Background: an optimization exercise with open tools, aiming at small area, a short achievable clock period and few clock cycles. Do not read the settings as production practice. The RTL was checked by simulation tests, not by an equivalence proof against the original design.

==> delta: inputs <==
==> flow/design.v (excerpt) <==
module lc_fpu (
    input  wire        clk,
    input  wire        rst,
    input  wire        start,
    input  wire [3:0]  op,
    input  wire [31:0] a,
    input  wire [31:0] b,
    output reg         done,
    output wire [31:0] result,
    output wire        flag
);
clock: 20.0 ns
lec_check: 0
abc_area: 1
cap_margin: 20
core_margin: 2
core_utilization: 40
slew_margin: 20
run.sh (not shown) runs the stock make flow with config.mk's settings and CLKGATE_MAP_FILE= SYNTH_SCRIPT=/design/flow/synth_recipe.tcl, a recipe that flattens the netlist after the stock synthesis.
==> umber: changes against delta <==
--- a/flow/design.v
+++ b/flow/design.v
@@ -19,15 +19,16 @@
     reg  [2:0]  cnt;
     reg  [31:0] m_r;                   
     reg  signed [9:0] e_r;             
     reg         s_r;                   
     reg         raw_r;                 
     reg         flag_r;
     reg  [22:0] d_r;                   
-    reg  [23:0] q_r;                   
+    reg  [25:0] q_r;                   
+    reg         mul_r;                 
     reg  [4:0]  lz_r;                  
     wire        sa = a[31];
     wire [7:0]  ea = a[30:23];
     wire [22:0] fa = a[22:0];
     wire        sbr = b[31];
     wire [7:0]  eb = b[30:23];
     wire [22:0] fb = b[22:0];
@@ -46,48 +47,52 @@
     wire op_add  = (op == OP_FADD) || (op == OP_FSUB);
     wire op_mul  = (op == OP_FMUL);
     wire op_div  = (op == OP_FDIV);
     wire op_itof = (op == OP_ITOF);
     wire op_ftoi = (op == OP_FTOI);
     wire op_abs  = (op == OP_FABS);
     wire        sb = sbr ^ (op == OP_FSUB);
-    wire [7:0]  eb_al   = op_ftoi ? 8'd158 : eb;
-    wire        a_big   = {ea, fa} >= {eb_al, fb};
-    wire        s_big   = a_big ? sa : sb;
-    wire [7:0]  e_big   = a_big ? ea : eb;
-    wire [7:0]  ediff   = a_big ? (ea - eb_al) : (eb_al - ea);
+    wire        a_x     = (ea >= eb) && !op_ftoi;
+    wire        s_x     = a_x ? sa : sb;
+    wire        s_y     = a_x ? sb : sa;
+    wire [7:0]  e_big   = a_x ? ea : eb;
+    wire [7:0]  ediff   = op_ftoi ? (8'd158 - ea) : a_x ? (ea - eb) : (eb - ea);
     wire [23:0] za = a_zero ? 24'd0 : ma;
     wire [23:0] zb = b_zero ? 24'd0 : mb;
-    wire [23:0] m_big   = a_big ? za : zb;
-    wire [23:0] m_small = a_big ? zb : za;
+    wire [23:0] m_x     = a_x ? za : zb;
+    wire [23:0] m_y     = a_x ? zb : za;
     wire        both_zero = a_zero && b_zero;
-    wire [53:0] al_full = {m_small, 3'b000, 27'd0} >> ediff[4:0];
+    wire [53:0] al_full = {m_y, 3'b000, 27'd0} >> ediff[4:0];
     wire        al_far  = (ediff[7:5] != 3'd0);
-    wire [26:0] small_sh = al_far ? {26'd0, (m_small != 24'd0)}
+    wire [26:0] small_sh = al_far ? {26'd0, (m_y != 24'd0)}
                                   : {al_full[53:28], al_full[27] | (al_full[26:0] != 27'd0)};
     wire        eff_sub = sa ^ sb;
+    wire [27:0] sum = {1'b0, m_x, 3'b000} + ({1'b0, small_sh} ^ {28{eff_sub}})
+                      + {27'd0, eff_sub};
     wire        near    = eff_sub && (ediff[7:1] == 7'd0);
-    wire [24:0] near_d  = {m_big, 1'b0} - (ediff[0] ? {1'b0, m_small} : {m_small, 1'b0});
+    wire [25:0] near_p  = {1'b0, m_x, 1'b0} - (ediff[0] ? {2'b00, m_y} : {1'b0, m_y, 1'b0});
+    wire [24:0] near_n  = {m_y, 1'b0} - {m_x, 1'b0};
+    wire        near_neg = near_p[25];
+    wire [24:0] near_d  = near_neg ? near_n : near_p[24:0];
     wire [4:0]  near_lz;
     lc_fpu_lzc32 u_lzn (.x({1'b0, near_d, 6'd0}), .n(near_lz));
-    wire [27:0] sum = {1'b0, m_big, 3'b000} + ({1'b0, small_sh} ^ {28{eff_sub}})
-                      + {27'd0, eff_sub};
+    wire        s_add   = (near && near_neg) ? s_y : s_x;
     wire add_nan = a_nan || b_nan || (a_inf && b_inf && eff_sub);
     wire add_inf = a_inf || b_inf;
     wire add_inf_s = a_inf ? sa : sb;
     function [22:0] bitrev23(input [22:0] v);
         integer t;
         begin
             for (t = 0; t < 23; t = t + 1)
                 bitrev23[t] = v[22 - t];
         end
     endfunction
     wire [47:0] pcs_s, pcs_c;
     lc_fpu_mul_cs u_mul (.x(ma), .y(mb), .s(pcs_s), .c(pcs_c));
-    wire [47:0] prod = pcs_s + pcs_c;
+    wire [22:0] plo = {1'b0, pcs_s[21:0]} + {1'b0, pcs_c[21:0]};
     wire [4:0]  tza, tzb;
     lc_fpu_lzc32 u_tza (.x({bitrev23(fa), 9'h1FF}), .n(tza));
     lc_fpu_lzc32 u_tzb (.x({bitrev23(fb), 9'h1FF}), .n(tzb));
     wire        mul_st = ({1'b0, tza} + {1'b0, tzb}) < 6'd22;
     wire        s_mul = sa ^ sbr;
     wire mul_nan = a_nan || b_nan || (a_inf && b_zero) || (a_zero && b_inf);
     wire mul_inf = a_inf || b_inf;
@@ -98,23 +103,25 @@
     wire [23:0] div_r1 = div_x[23:0] - mb[23:0];
     wire div_nan  = a_nan || b_nan || (a_inf && b_inf) || (a_zero && b_zero);
     wire div_inf  = a_inf || b_zero;
     wire div_zero = a_zero || b_inf;
     wire div_special = a_nan || b_nan || a_inf || b_inf || a_zero || b_zero;
     wire signed [9:0] div_e = $signed({2'b00, ea}) - $signed({2'b00, eb}) + 10'sd127
                               - {9'd0, div_lt};
-    wire [31:0] imag = a[31] ? -a : a;
+    wire [31:0] ftoi_mag = al_full[53:22];
+    wire [31:0] neg_in = op_ftoi ? ftoi_mag : a;
+    wire [31:0] neg_out = a[31] ? -neg_in : neg_in;
+    wire [31:0] imag = neg_out;
     wire [4:0]  itof_lz;
     lc_fpu_lzc32 u_lzi (.x(imag), .n(itof_lz));
-    wire [31:0] ftoi_mag = al_full[53:22];
     wire [31:0] ftoi_res =
         a_nan ? 32'd0 :
         (a_inf || ea >= 8'd158) ? (sa ? 32'h8000_0000 : 32'h7FFF_FFFF) :
         (ea < 8'd127) ? 32'd0 :
-        (sa ? -ftoi_mag : ftoi_mag);
+        neg_out;
     wire [31:0] fabs_res = a_nan ? QNAN : a_zero ? 32'd0 : {1'b0, ea, fa};
     wire [30:0] ka = a_zero ? 31'd0 : a[30:0];
     wire [30:0] kb = b_zero ? 31'd0 : b[30:0];
     wire        unord = a_nan || b_nan;
     wire        k_eq = (ka == kb);
     wire        k_lt = (ka < kb);
     wire        kz   = (ka == 31'd0) && (kb == 31'd0);
@@ -137,26 +144,26 @@
         lz_in  = 5'd0;
         if (op_add) begin
             if (add_nan)        m_in = QNAN;
             else if (add_inf)   m_in = {add_inf_s, 8'hFF, 23'd0};
             else if (both_zero) m_in = {sa & sb, 31'd0};
             else begin
                 raw_in = 1'b0;
-                m_in   = {sum, 4'd0};
+                m_in   = near ? {1'b0, near_d, 6'd0} : {sum, 4'd0};
                 e_in   = $signed({2'b00, e_big}) + 10'sd1;
-                s_in   = s_big;
+                s_in   = s_add;
                 lz_in  = near ? near_lz : {4'd0, eff_sub};
             end
         end else if (op_mul) begin
             if (mul_nan)        m_in = QNAN;
             else if (mul_inf)   m_in = {s_mul, 8'hFF, 23'd0};
             else if (mul_zero)  m_in = {s_mul, 31'd0};
             else begin
                 raw_in = 1'b0;
-                m_in   = {prod[47:22], mul_st, 5'd0};
+                m_in   = {pcs_s[47:22], mul_st, plo[22], 4'd0};
                 e_in   = mul_e;
                 s_in   = s_mul;
             end
         end else if (op_div) begin
             if (div_nan)        m_in = QNAN;
             else if (div_inf)   m_in = {s_mul, 8'hFF, 23'd0};
             else if (div_zero)  m_in = {s_mul, 31'd0};
@@ -207,27 +214,29 @@
             cnt  <= 3'd0;
             done <= start && !(op_div && !div_special);
             busy <= start && op_div && !div_special;
         end
     end
     always @(posedge clk) begin
         if (busy) begin
-            q_r <= {q_r[23-DIV_K:0], dv_q};
+            q_r <= {q_r[25-DIV_K:0], dv_q};
             if (last)
                 m_r <= {1'b1, q_all, dv_st, 6'd0};
             else
                 m_r <= {8'd0, dv_r[DIV_K]};
         end else begin
             m_r    <= m_in;
             e_r    <= e_in;
             s_r    <= s_in;
             raw_r  <= raw_in;
             flag_r <= cmp_flag;
             d_r    <= fb;
             lz_r   <= lz_in;
+            q_r    <= pcs_c[47:22];
+            mul_r  <= op_mul && !raw_in;
         end
     end
     wire [31:0] nrm0 = m_r << lz_r;
     wire        top  = nrm0[31];
     wire [31:0] nrm  = top ? nrm0 : {nrm0[30:0], 1'b0};
     wire [23:0] mant = nrm[31:8];
     wire        rg   = nrm[7];
@@ -235,24 +244,37 @@
     wire        mz   = (m_r == 32'd0);
     wire signed [10:0] e_0  = $signed({e_r[9], e_r}) - $signed({6'd0, lz_r});
     wire signed [10:0] e_m1 = e_0 - 11'sd1;
     wire signed [10:0] e_p1 = e_0 + 11'sd1;
     wire ov_0 = (e_0 >= 11'sd255),  un_0 = (e_0 <= 11'sd0);
     wire ov_m1 = (e_m1 >= 11'sd255), un_m1 = (e_m1 <= 11'sd0);
     wire ov_p1 = (e_p1 >= 11'sd255), un_p1 = (e_p1 <= 11'sd0);
+    wire [25:0] pm     = m_r[31:6] + q_r + {25'd0, m_r[4]};
+    wire        top_m  = pm[25];
+    wire [23:0] mant_m = top_m ? pm[25:2] : pm[24:1];
+    wire        rg_m   = top_m ? pm[1] : pm[0];
+    wire        rs_m   = (top_m && pm[0]) || m_r[5];
     wire        inc = rg && (rs || mant[0]);
     wire [23:0] pa;                        
     lc_fpu_pand24 u_pa (.x(mant), .p(pa));
-    wire        cout = inc && pa[23] && mant[23];
-    wire [22:0] frac = mant[22:0] ^ ({23{inc}} & pa[22:0]);
-    wire [7:0]  er = (top && cout) ? e_p1[7:0] : (top || cout) ? e_0[7:0] : e_m1[7:0];
-    wire        ov = (top && cout) ? ov_p1 : (top || cout) ? ov_0 : ov_m1;
-    wire        un = (top && cout) ? un_p1 : (top || cout) ? un_0 : un_m1;
+    wire        cout_g = inc && pa[23] && mant[23];
+    wire [22:0] frac_g = mant[22:0] ^ ({23{inc}} & pa[22:0]);
+    wire        inc_m = rg_m && (rs_m || mant_m[0]);
+    wire [23:0] pa_m;
+    lc_fpu_pand24 u_pam (.x(mant_m), .p(pa_m));
+    wire        cout_m = inc_m && pa_m[23] && mant_m[23];
+    wire [22:0] frac_m = mant_m[22:0] ^ ({23{inc_m}} & pa_m[22:0]);
+    wire        tp   = mul_r ? top_m : top;
+    wire        cout = mul_r ? cout_m : cout_g;
+    wire [22:0] frac = mul_r ? frac_m : frac_g;
+    wire [7:0]  er = (tp && cout) ? e_p1[7:0] : (tp || cout) ? e_0[7:0] : e_m1[7:0];
+    wire        ov = (tp && cout) ? ov_p1 : (tp || cout) ? ov_0 : ov_m1;
+    wire        un = (tp && cout) ? un_p1 : (tp || cout) ? un_0 : un_m1;
     wire [31:0] gen_res =
-        mz ? 32'd0 :
+        (mz && !mul_r) ? 32'd0 :
         ov ? {s_r, 8'hFF, 23'd0} :
         un ? {s_r, 31'd0} :
         {s_r, er, frac};
     assign result = raw_r ? m_r : gen_res;
     assign flag   = flag_r;
 endmodule
 module lc_fpu_pand24 (
==> flow/flow/run.sh (new file) <==
#!/bin/bash
# Layout flow: the standard ORFS flow (standard.sh) with two changes:
# the buffers ORFS puts on every input and output port are
# sky130_fd_sc_hd__buf_4 cells instead of the delay cells buffer_ports picks
# on its own, and the timing repair steps aim at a setup slack margin
# (SETUP_SLACK_MARGIN) so that the resizer also works on paths that already
# meet the design's clock period. The SDC and clock are not changed.
# Each tool's output goes to the ORFS logs under orfs/logs; the make
# output goes to standard.log.
set -uo pipefail
bash standard.sh "BUFFER_PORTS_ARGS=-buffer_cell sky130_fd_sc_hd__buf_4" SETUP_SLACK_MARGIN=10.5 finish > standard.log 2>&1
==> flow/standard.sh (new file) <==
#!/bin/bash
# synth_recipe.tcl (not shown) runs the flow's synth.tcl, then flattens the netlist and writes it again
# the make line also repeats each setting of config.mk as NAME=value (left out here)
make -C /OpenROAD-flow-scripts/flow DESIGN_CONFIG=/design/flow/config.mk WORK_HOME=/design/flow/orfs CLKGATE_MAP_FILE= SYNTH_SCRIPT=/design/flow/synth_recipe.tcl "${@:-finish}"
removed: flow/run.sh
==> cedar: changes against delta <==
--- a/flow/design.v
+++ b/flow/design.v
@@ -19,16 +19,16 @@
     reg  [2:0]  cnt;
     reg  [31:0] m_r;                   
     reg  signed [9:0] e_r;             
     reg         s_r;                   
     reg         raw_r;                 
     reg         flag_r;
     reg  [22:0] d_r;                   
-    reg  [23:0] q_r;                   
-    reg  [4:0]  lz_r;                  
+    reg  [25:0] q_r;                   
+    reg         mul_r;                 
     wire        sa = a[31];
     wire [7:0]  ea = a[30:23];
     wire [22:0] fa = a[22:0];
     wire        sbr = b[31];
     wire [7:0]  eb = b[30:23];
     wire [22:0] fb = b[22:0];
     wire a_emax = (ea == 8'hFF);
@@ -46,48 +46,43 @@
     wire op_add  = (op == OP_FADD) || (op == OP_FSUB);
     wire op_mul  = (op == OP_FMUL);
     wire op_div  = (op == OP_FDIV);
     wire op_itof = (op == OP_ITOF);
     wire op_ftoi = (op == OP_FTOI);
     wire op_abs  = (op == OP_FABS);
     wire        sb = sbr ^ (op == OP_FSUB);
-    wire [7:0]  eb_al   = op_ftoi ? 8'd158 : eb;
-    wire        a_big   = {ea, fa} >= {eb_al, fb};
+    wire        a_big   = {ea, fa} >= {eb, fb};
     wire        s_big   = a_big ? sa : sb;
     wire [7:0]  e_big   = a_big ? ea : eb;
-    wire [7:0]  ediff   = a_big ? (ea - eb_al) : (eb_al - ea);
+    wire [7:0]  ediff   = a_big ? (ea - eb) : (eb - ea);
     wire [23:0] za = a_zero ? 24'd0 : ma;
     wire [23:0] zb = b_zero ? 24'd0 : mb;
     wire [23:0] m_big   = a_big ? za : zb;
     wire [23:0] m_small = a_big ? zb : za;
     wire        both_zero = a_zero && b_zero;
     wire [53:0] al_full = {m_small, 3'b000, 27'd0} >> ediff[4:0];
     wire        al_far  = (ediff[7:5] != 3'd0);
     wire [26:0] small_sh = al_far ? {26'd0, (m_small != 24'd0)}
                                   : {al_full[53:28], al_full[27] | (al_full[26:0] != 27'd0)};
     wire        eff_sub = sa ^ sb;
-    wire        near    = eff_sub && (ediff[7:1] == 7'd0);
-    wire [24:0] near_d  = {m_big, 1'b0} - (ediff[0] ? {1'b0, m_small} : {m_small, 1'b0});
-    wire [4:0]  near_lz;
-    lc_fpu_lzc32 u_lzn (.x({1'b0, near_d, 6'd0}), .n(near_lz));
     wire [27:0] sum = {1'b0, m_big, 3'b000} + ({1'b0, small_sh} ^ {28{eff_sub}})
                       + {27'd0, eff_sub};
     wire add_nan = a_nan || b_nan || (a_inf && b_inf && eff_sub);
     wire add_inf = a_inf || b_inf;
     wire add_inf_s = a_inf ? sa : sb;
     function [22:0] bitrev23(input [22:0] v);
         integer t;
         begin
             for (t = 0; t < 23; t = t + 1)
                 bitrev23[t] = v[22 - t];
         end
     endfunction
     wire [47:0] pcs_s, pcs_c;
     lc_fpu_mul_cs u_mul (.x(ma), .y(mb), .s(pcs_s), .c(pcs_c));
-    wire [47:0] prod = pcs_s + pcs_c;
+    wire [22:0] plo = {1'b0, pcs_s[21:0]} + {1'b0, pcs_c[21:0]};
     wire [4:0]  tza, tzb;
     lc_fpu_lzc32 u_tza (.x({bitrev23(fa), 9'h1FF}), .n(tza));
     lc_fpu_lzc32 u_tzb (.x({bitrev23(fb), 9'h1FF}), .n(tzb));
     wire        mul_st = ({1'b0, tza} + {1'b0, tzb}) < 6'd22;
     wire        s_mul = sa ^ sbr;
     wire mul_nan = a_nan || b_nan || (a_inf && b_zero) || (a_zero && b_inf);
     wire mul_inf = a_inf || b_inf;
@@ -99,17 +94,16 @@
     wire div_nan  = a_nan || b_nan || (a_inf && b_inf) || (a_zero && b_zero);
     wire div_inf  = a_inf || b_zero;
     wire div_zero = a_zero || b_inf;
     wire div_special = a_nan || b_nan || a_inf || b_inf || a_zero || b_zero;
     wire signed [9:0] div_e = $signed({2'b00, ea}) - $signed({2'b00, eb}) + 10'sd127
                               - {9'd0, div_lt};
     wire [31:0] imag = a[31] ? -a : a;
-    wire [4:0]  itof_lz;
-    lc_fpu_lzc32 u_lzi (.x(imag), .n(itof_lz));
-    wire [31:0] ftoi_mag = al_full[53:22];
+    wire [7:0]  ftoi_sh = 8'd158 - ea;
+    wire [31:0] ftoi_mag = {ma, 8'd0} >> ftoi_sh[4:0];
     wire [31:0] ftoi_res =
         a_nan ? 32'd0 :
         (a_inf || ea >= 8'd158) ? (sa ? 32'h8000_0000 : 32'h7FFF_FFFF) :
         (ea < 8'd127) ? 32'd0 :
         (sa ? -ftoi_mag : ftoi_mag);
     wire [31:0] fabs_res = a_nan ? QNAN : a_zero ? 32'd0 : {1'b0, ea, fa};
     wire [30:0] ka = a_zero ? 31'd0 : a[30:0];
@@ -124,39 +118,36 @@
                                   ( sa &&  sbr) ? (!k_lt && !k_eq) : 1'b0);
     wire        cmp_flag = (op == OP_FEQ) ? c_eq :
                            (op == OP_FLT) ? c_lt : (c_lt || c_eq);
     reg  [31:0] m_in;
     reg  signed [9:0] e_in;
     reg         s_in;
     reg         raw_in;
-    reg  [4:0]  lz_in;
     always @(*) begin
         m_in   = 32'd0;
         e_in   = 10'sd0;
         s_in   = 1'b0;
         raw_in = 1'b1;
-        lz_in  = 5'd0;
         if (op_add) begin
             if (add_nan)        m_in = QNAN;
             else if (add_inf)   m_in = {add_inf_s, 8'hFF, 23'd0};
             else if (both_zero) m_in = {sa & sb, 31'd0};
             else begin
                 raw_in = 1'b0;
                 m_in   = {sum, 4'd0};
                 e_in   = $signed({2'b00, e_big}) + 10'sd1;
                 s_in   = s_big;
-                lz_in  = near ? near_lz : {4'd0, eff_sub};
             end
         end else if (op_mul) begin
             if (mul_nan)        m_in = QNAN;
             else if (mul_inf)   m_in = {s_mul, 8'hFF, 23'd0};
             else if (mul_zero)  m_in = {s_mul, 31'd0};
             else begin
                 raw_in = 1'b0;
-                m_in   = {prod[47:22], mul_st, 5'd0};
+                m_in   = {pcs_s[47:22], mul_st, plo[22], 4'd0};
                 e_in   = mul_e;
                 s_in   = s_mul;
             end
         end else if (op_div) begin
             if (div_nan)        m_in = QNAN;
             else if (div_inf)   m_in = {s_mul, 8'hFF, 23'd0};
             else if (div_zero)  m_in = {s_mul, 31'd0};
@@ -167,15 +158,14 @@
                 s_in   = s_mul;
             end
         end else if (op_itof) begin
             raw_in = 1'b0;
             m_in   = imag;
             e_in   = 10'sd158;
             s_in   = a[31];
-            lz_in  = itof_lz;
         end else if (op_ftoi) begin
             m_in   = ftoi_res;
         end else if (op_abs) begin
             m_in   = fabs_res;
         end
     end
     wire [23:0] dv_d = {1'b1, d_r};
@@ -207,78 +197,63 @@
             cnt  <= 3'd0;
             done <= start && !(op_div && !div_special);
             busy <= start && op_div && !div_special;
         end
     end
     always @(posedge clk) begin
         if (busy) begin
-            q_r <= {q_r[23-DIV_K:0], dv_q};
+            q_r <= {q_r[25-DIV_K:0], dv_q};
             if (last)
                 m_r <= {1'b1, q_all, dv_st, 6'd0};
             else
                 m_r <= {8'd0, dv_r[DIV_K]};
         end else begin
             m_r    <= m_in;
             e_r    <= e_in;
             s_r    <= s_in;
             raw_r  <= raw_in;
             flag_r <= cmp_flag;
             d_r    <= fb;
-            lz_r   <= lz_in;
+            q_r    <= pcs_c[47:22];
+            mul_r  <= op_mul;
         end
     end
-    wire [31:0] nrm0 = m_r << lz_r;
-    wire        top  = nrm0[31];
-    wire [31:0] nrm  = top ? nrm0 : {nrm0[30:0], 1'b0};
+    function [31:0] round_pack(input s, input signed [9:0] e, input [23:0] m,
+                               input g, input st);
+        reg [24:0] mr;
+        reg signed [10:0] er;
+        begin
+            mr = {1'b0, m} + {24'd0, g && (st || m[0])};
+            er = $signed({e[9], e}) + $signed({10'd0, mr[24]});
+            if (er >= 11'sd255)
+                round_pack = {s, 8'hFF, 23'd0};
+            else if (er <= 11'sd0)
+                round_pack = {s, 31'd0};
+            else
+                round_pack = {s, er[7:0], mr[22:0]};
+        end
+    endfunction
+    wire [4:0] lz;
+    lc_fpu_lzc32 u_lzc (.x(m_r), .n(lz));
+    wire [31:0] nrm  = m_r << lz;
     wire [23:0] mant = nrm[31:8];
     wire        rg   = nrm[7];
-    wire        rs   = (nrm[6:0] != 7'd0);
+    wire        rst_b = (nrm[6:0] != 7'd0);
     wire        mz   = (m_r == 32'd0);
-    wire signed [10:0] e_0  = $signed({e_r[9], e_r}) - $signed({6'd0, lz_r});
-    wire signed [10:0] e_m1 = e_0 - 11'sd1;
-    wire signed [10:0] e_p1 = e_0 + 11'sd1;
-    wire ov_0 = (e_0 >= 11'sd255),  un_0 = (e_0 <= 11'sd0);
-    wire ov_m1 = (e_m1 >= 11'sd255), un_m1 = (e_m1 <= 11'sd0);
-    wire ov_p1 = (e_p1 >= 11'sd255), un_p1 = (e_p1 <= 11'sd0);
-    wire        inc = rg && (rs || mant[0]);
-    wire [23:0] pa;                        
-    lc_fpu_pand24 u_pa (.x(mant), .p(pa));
-    wire        cout = inc && pa[23] && mant[23];
-    wire [22:0] frac = mant[22:0] ^ ({23{inc}} & pa[22:0]);
-    wire [7:0]  er = (top && cout) ? e_p1[7:0] : (top || cout) ? e_0[7:0] : e_m1[7:0];
-    wire        ov = (top && cout) ? ov_p1 : (top || cout) ? ov_0 : ov_m1;
-    wire        un = (top && cout) ? un_p1 : (top || cout) ? un_0 : un_m1;
-    wire [31:0] gen_res =
-        mz ? 32'd0 :
-        ov ? {s_r, 8'hFF, 23'd0} :
-        un ? {s_r, 31'd0} :
-        {s_r, er, frac};
-    assign result = raw_r ? m_r : gen_res;
+    wire signed [9:0] eg = e_r - $signed({5'd0, lz});
+    wire [31:0] gen_res = mz ? 32'd0 : round_pack(s_r, eg, mant, rg, rst_b);
+    wire [25:0] pm = m_r[31:6] + q_r + {25'd0, m_r[4]};
+    wire [23:0] mant_m = pm[25] ? pm[25:2] : pm[24:1];
+    wire        g_m    = pm[25] ? pm[1] : pm[0];
+    wire        st_m   = (pm[25] & pm[0]) | m_r[5];
+    wire signed [9:0] em = e_r - {9'd0, !pm[25]};
+    wire [31:0] mul_res = round_pack(s_r, em, mant_m, g_m, st_m);
+    assign result = raw_r ? m_r : mul_r ? mul_res : gen_res;
     assign flag   = flag_r;
 endmodule
-module lc_fpu_pand24 (
-    input  wire [23:0] x,
-    output wire [23:0] p
-);
-    wire [23:0] t [0:5];
-    assign t[0] = x;
-    genvar i, k;
-    generate
-        for (k = 0; k < 5; k = k + 1) begin : lv
-            for (i = 0; i < 24; i = i + 1) begin : bt
-                if (i >= (1 << k)) begin : m
-                    assign t[k+1][i] = t[k][i] & t[k][i - (1 << k)];
-                end else begin : c
-                    assign t[k+1][i] = t[k][i];
-                end
-            end
-        end
-    endgenerate
-    assign p = {t[5][22:0], 1'b1};
-endmodule
 module lc_fpu_lzc32 (
     input  wire [31:0] x,
     output wire [4:0]  n
 );
     wire [15:0] v1;
     wire [15:0] p1;
     wire [7:0]  v2;
==> run notes <==
                                                                             umber                    cedar                    delta
Fraction of area in clock buffers and inverters                           0.005945                 0.007096                 0.007042
Met2 Use GR                                                                 0.5521                   0.5552                   0.5643
Unrepaired setup endpoints after global routing                                yes                       no                       no
Count of inserted tapcells                                                    1488                     1380                     1391
Area share of the largest cell type after synthesis                         0.1466                   0.1314                   0.1410
Horizontal die dimension                                                  338.6 um                 326.1 um                 328.4 um
First-pass iteration count of the detailed router                                8                        7                        8
Met2 routed WL                                                            93530 um                 84560 um                 86290 um
Run status                                                finished with violations  complete, no violations  complete, no violations
Violated checks                                      capacitance limit, slew limit                        -                        -
CORE AREA                                                             110800 sq um             103200 sq um             104800 sq um
R2r setup slk                                                             10.71 ns                  8.46 ns                  7.68 ns
Relative area change from synthesis to final layout                         13.29%                   5.769%                   6.345%
Count of synthesis-stage warnings from yosys                                     2                        1                        2
Multi-input gate share of the layout cell area                              0.7712                   0.7763                   0.7768
Testbench counts of delta, summed over its fixed seeds: cycles 38,244.
Testbench counts of umber, summed over its fixed seeds: cycles 38,244.
Testbench counts of cedar, summed over its fixed seeds: cycles 38,244.

-- what the ideal ports hide --
How much do the figures lean on ideal ports? The routed layouts below were timed once more, with nothing changed but the port constraints. Step 1 sets driving cells, clkbuf_16 on the clock port and buf_2 on the other inputs (assumed; they add their load-dependent delay and slew). Step 2 also shifts input and output timing later by t, the mid clock arrival at the registers, as if the neighbouring blocks saw the same clock. a / b / c = ideal ports / drivers / drivers and shift; a / b = the first two.
run | t, ns | slack for setup (ns) | pins driven straight from the clock port
delta | 0.439 | 6.901 / 6.929 / 6.490 | 1
umber | 0.439 | 10.442 / 10.469 / 10.030 | 1
cedar | 0.438 | 6.566 / 6.509 / 6.946 | 1
The setup slack of umber, which loses most, moves by +0.027 ns with the drivers and by -0.412 ns with both steps.
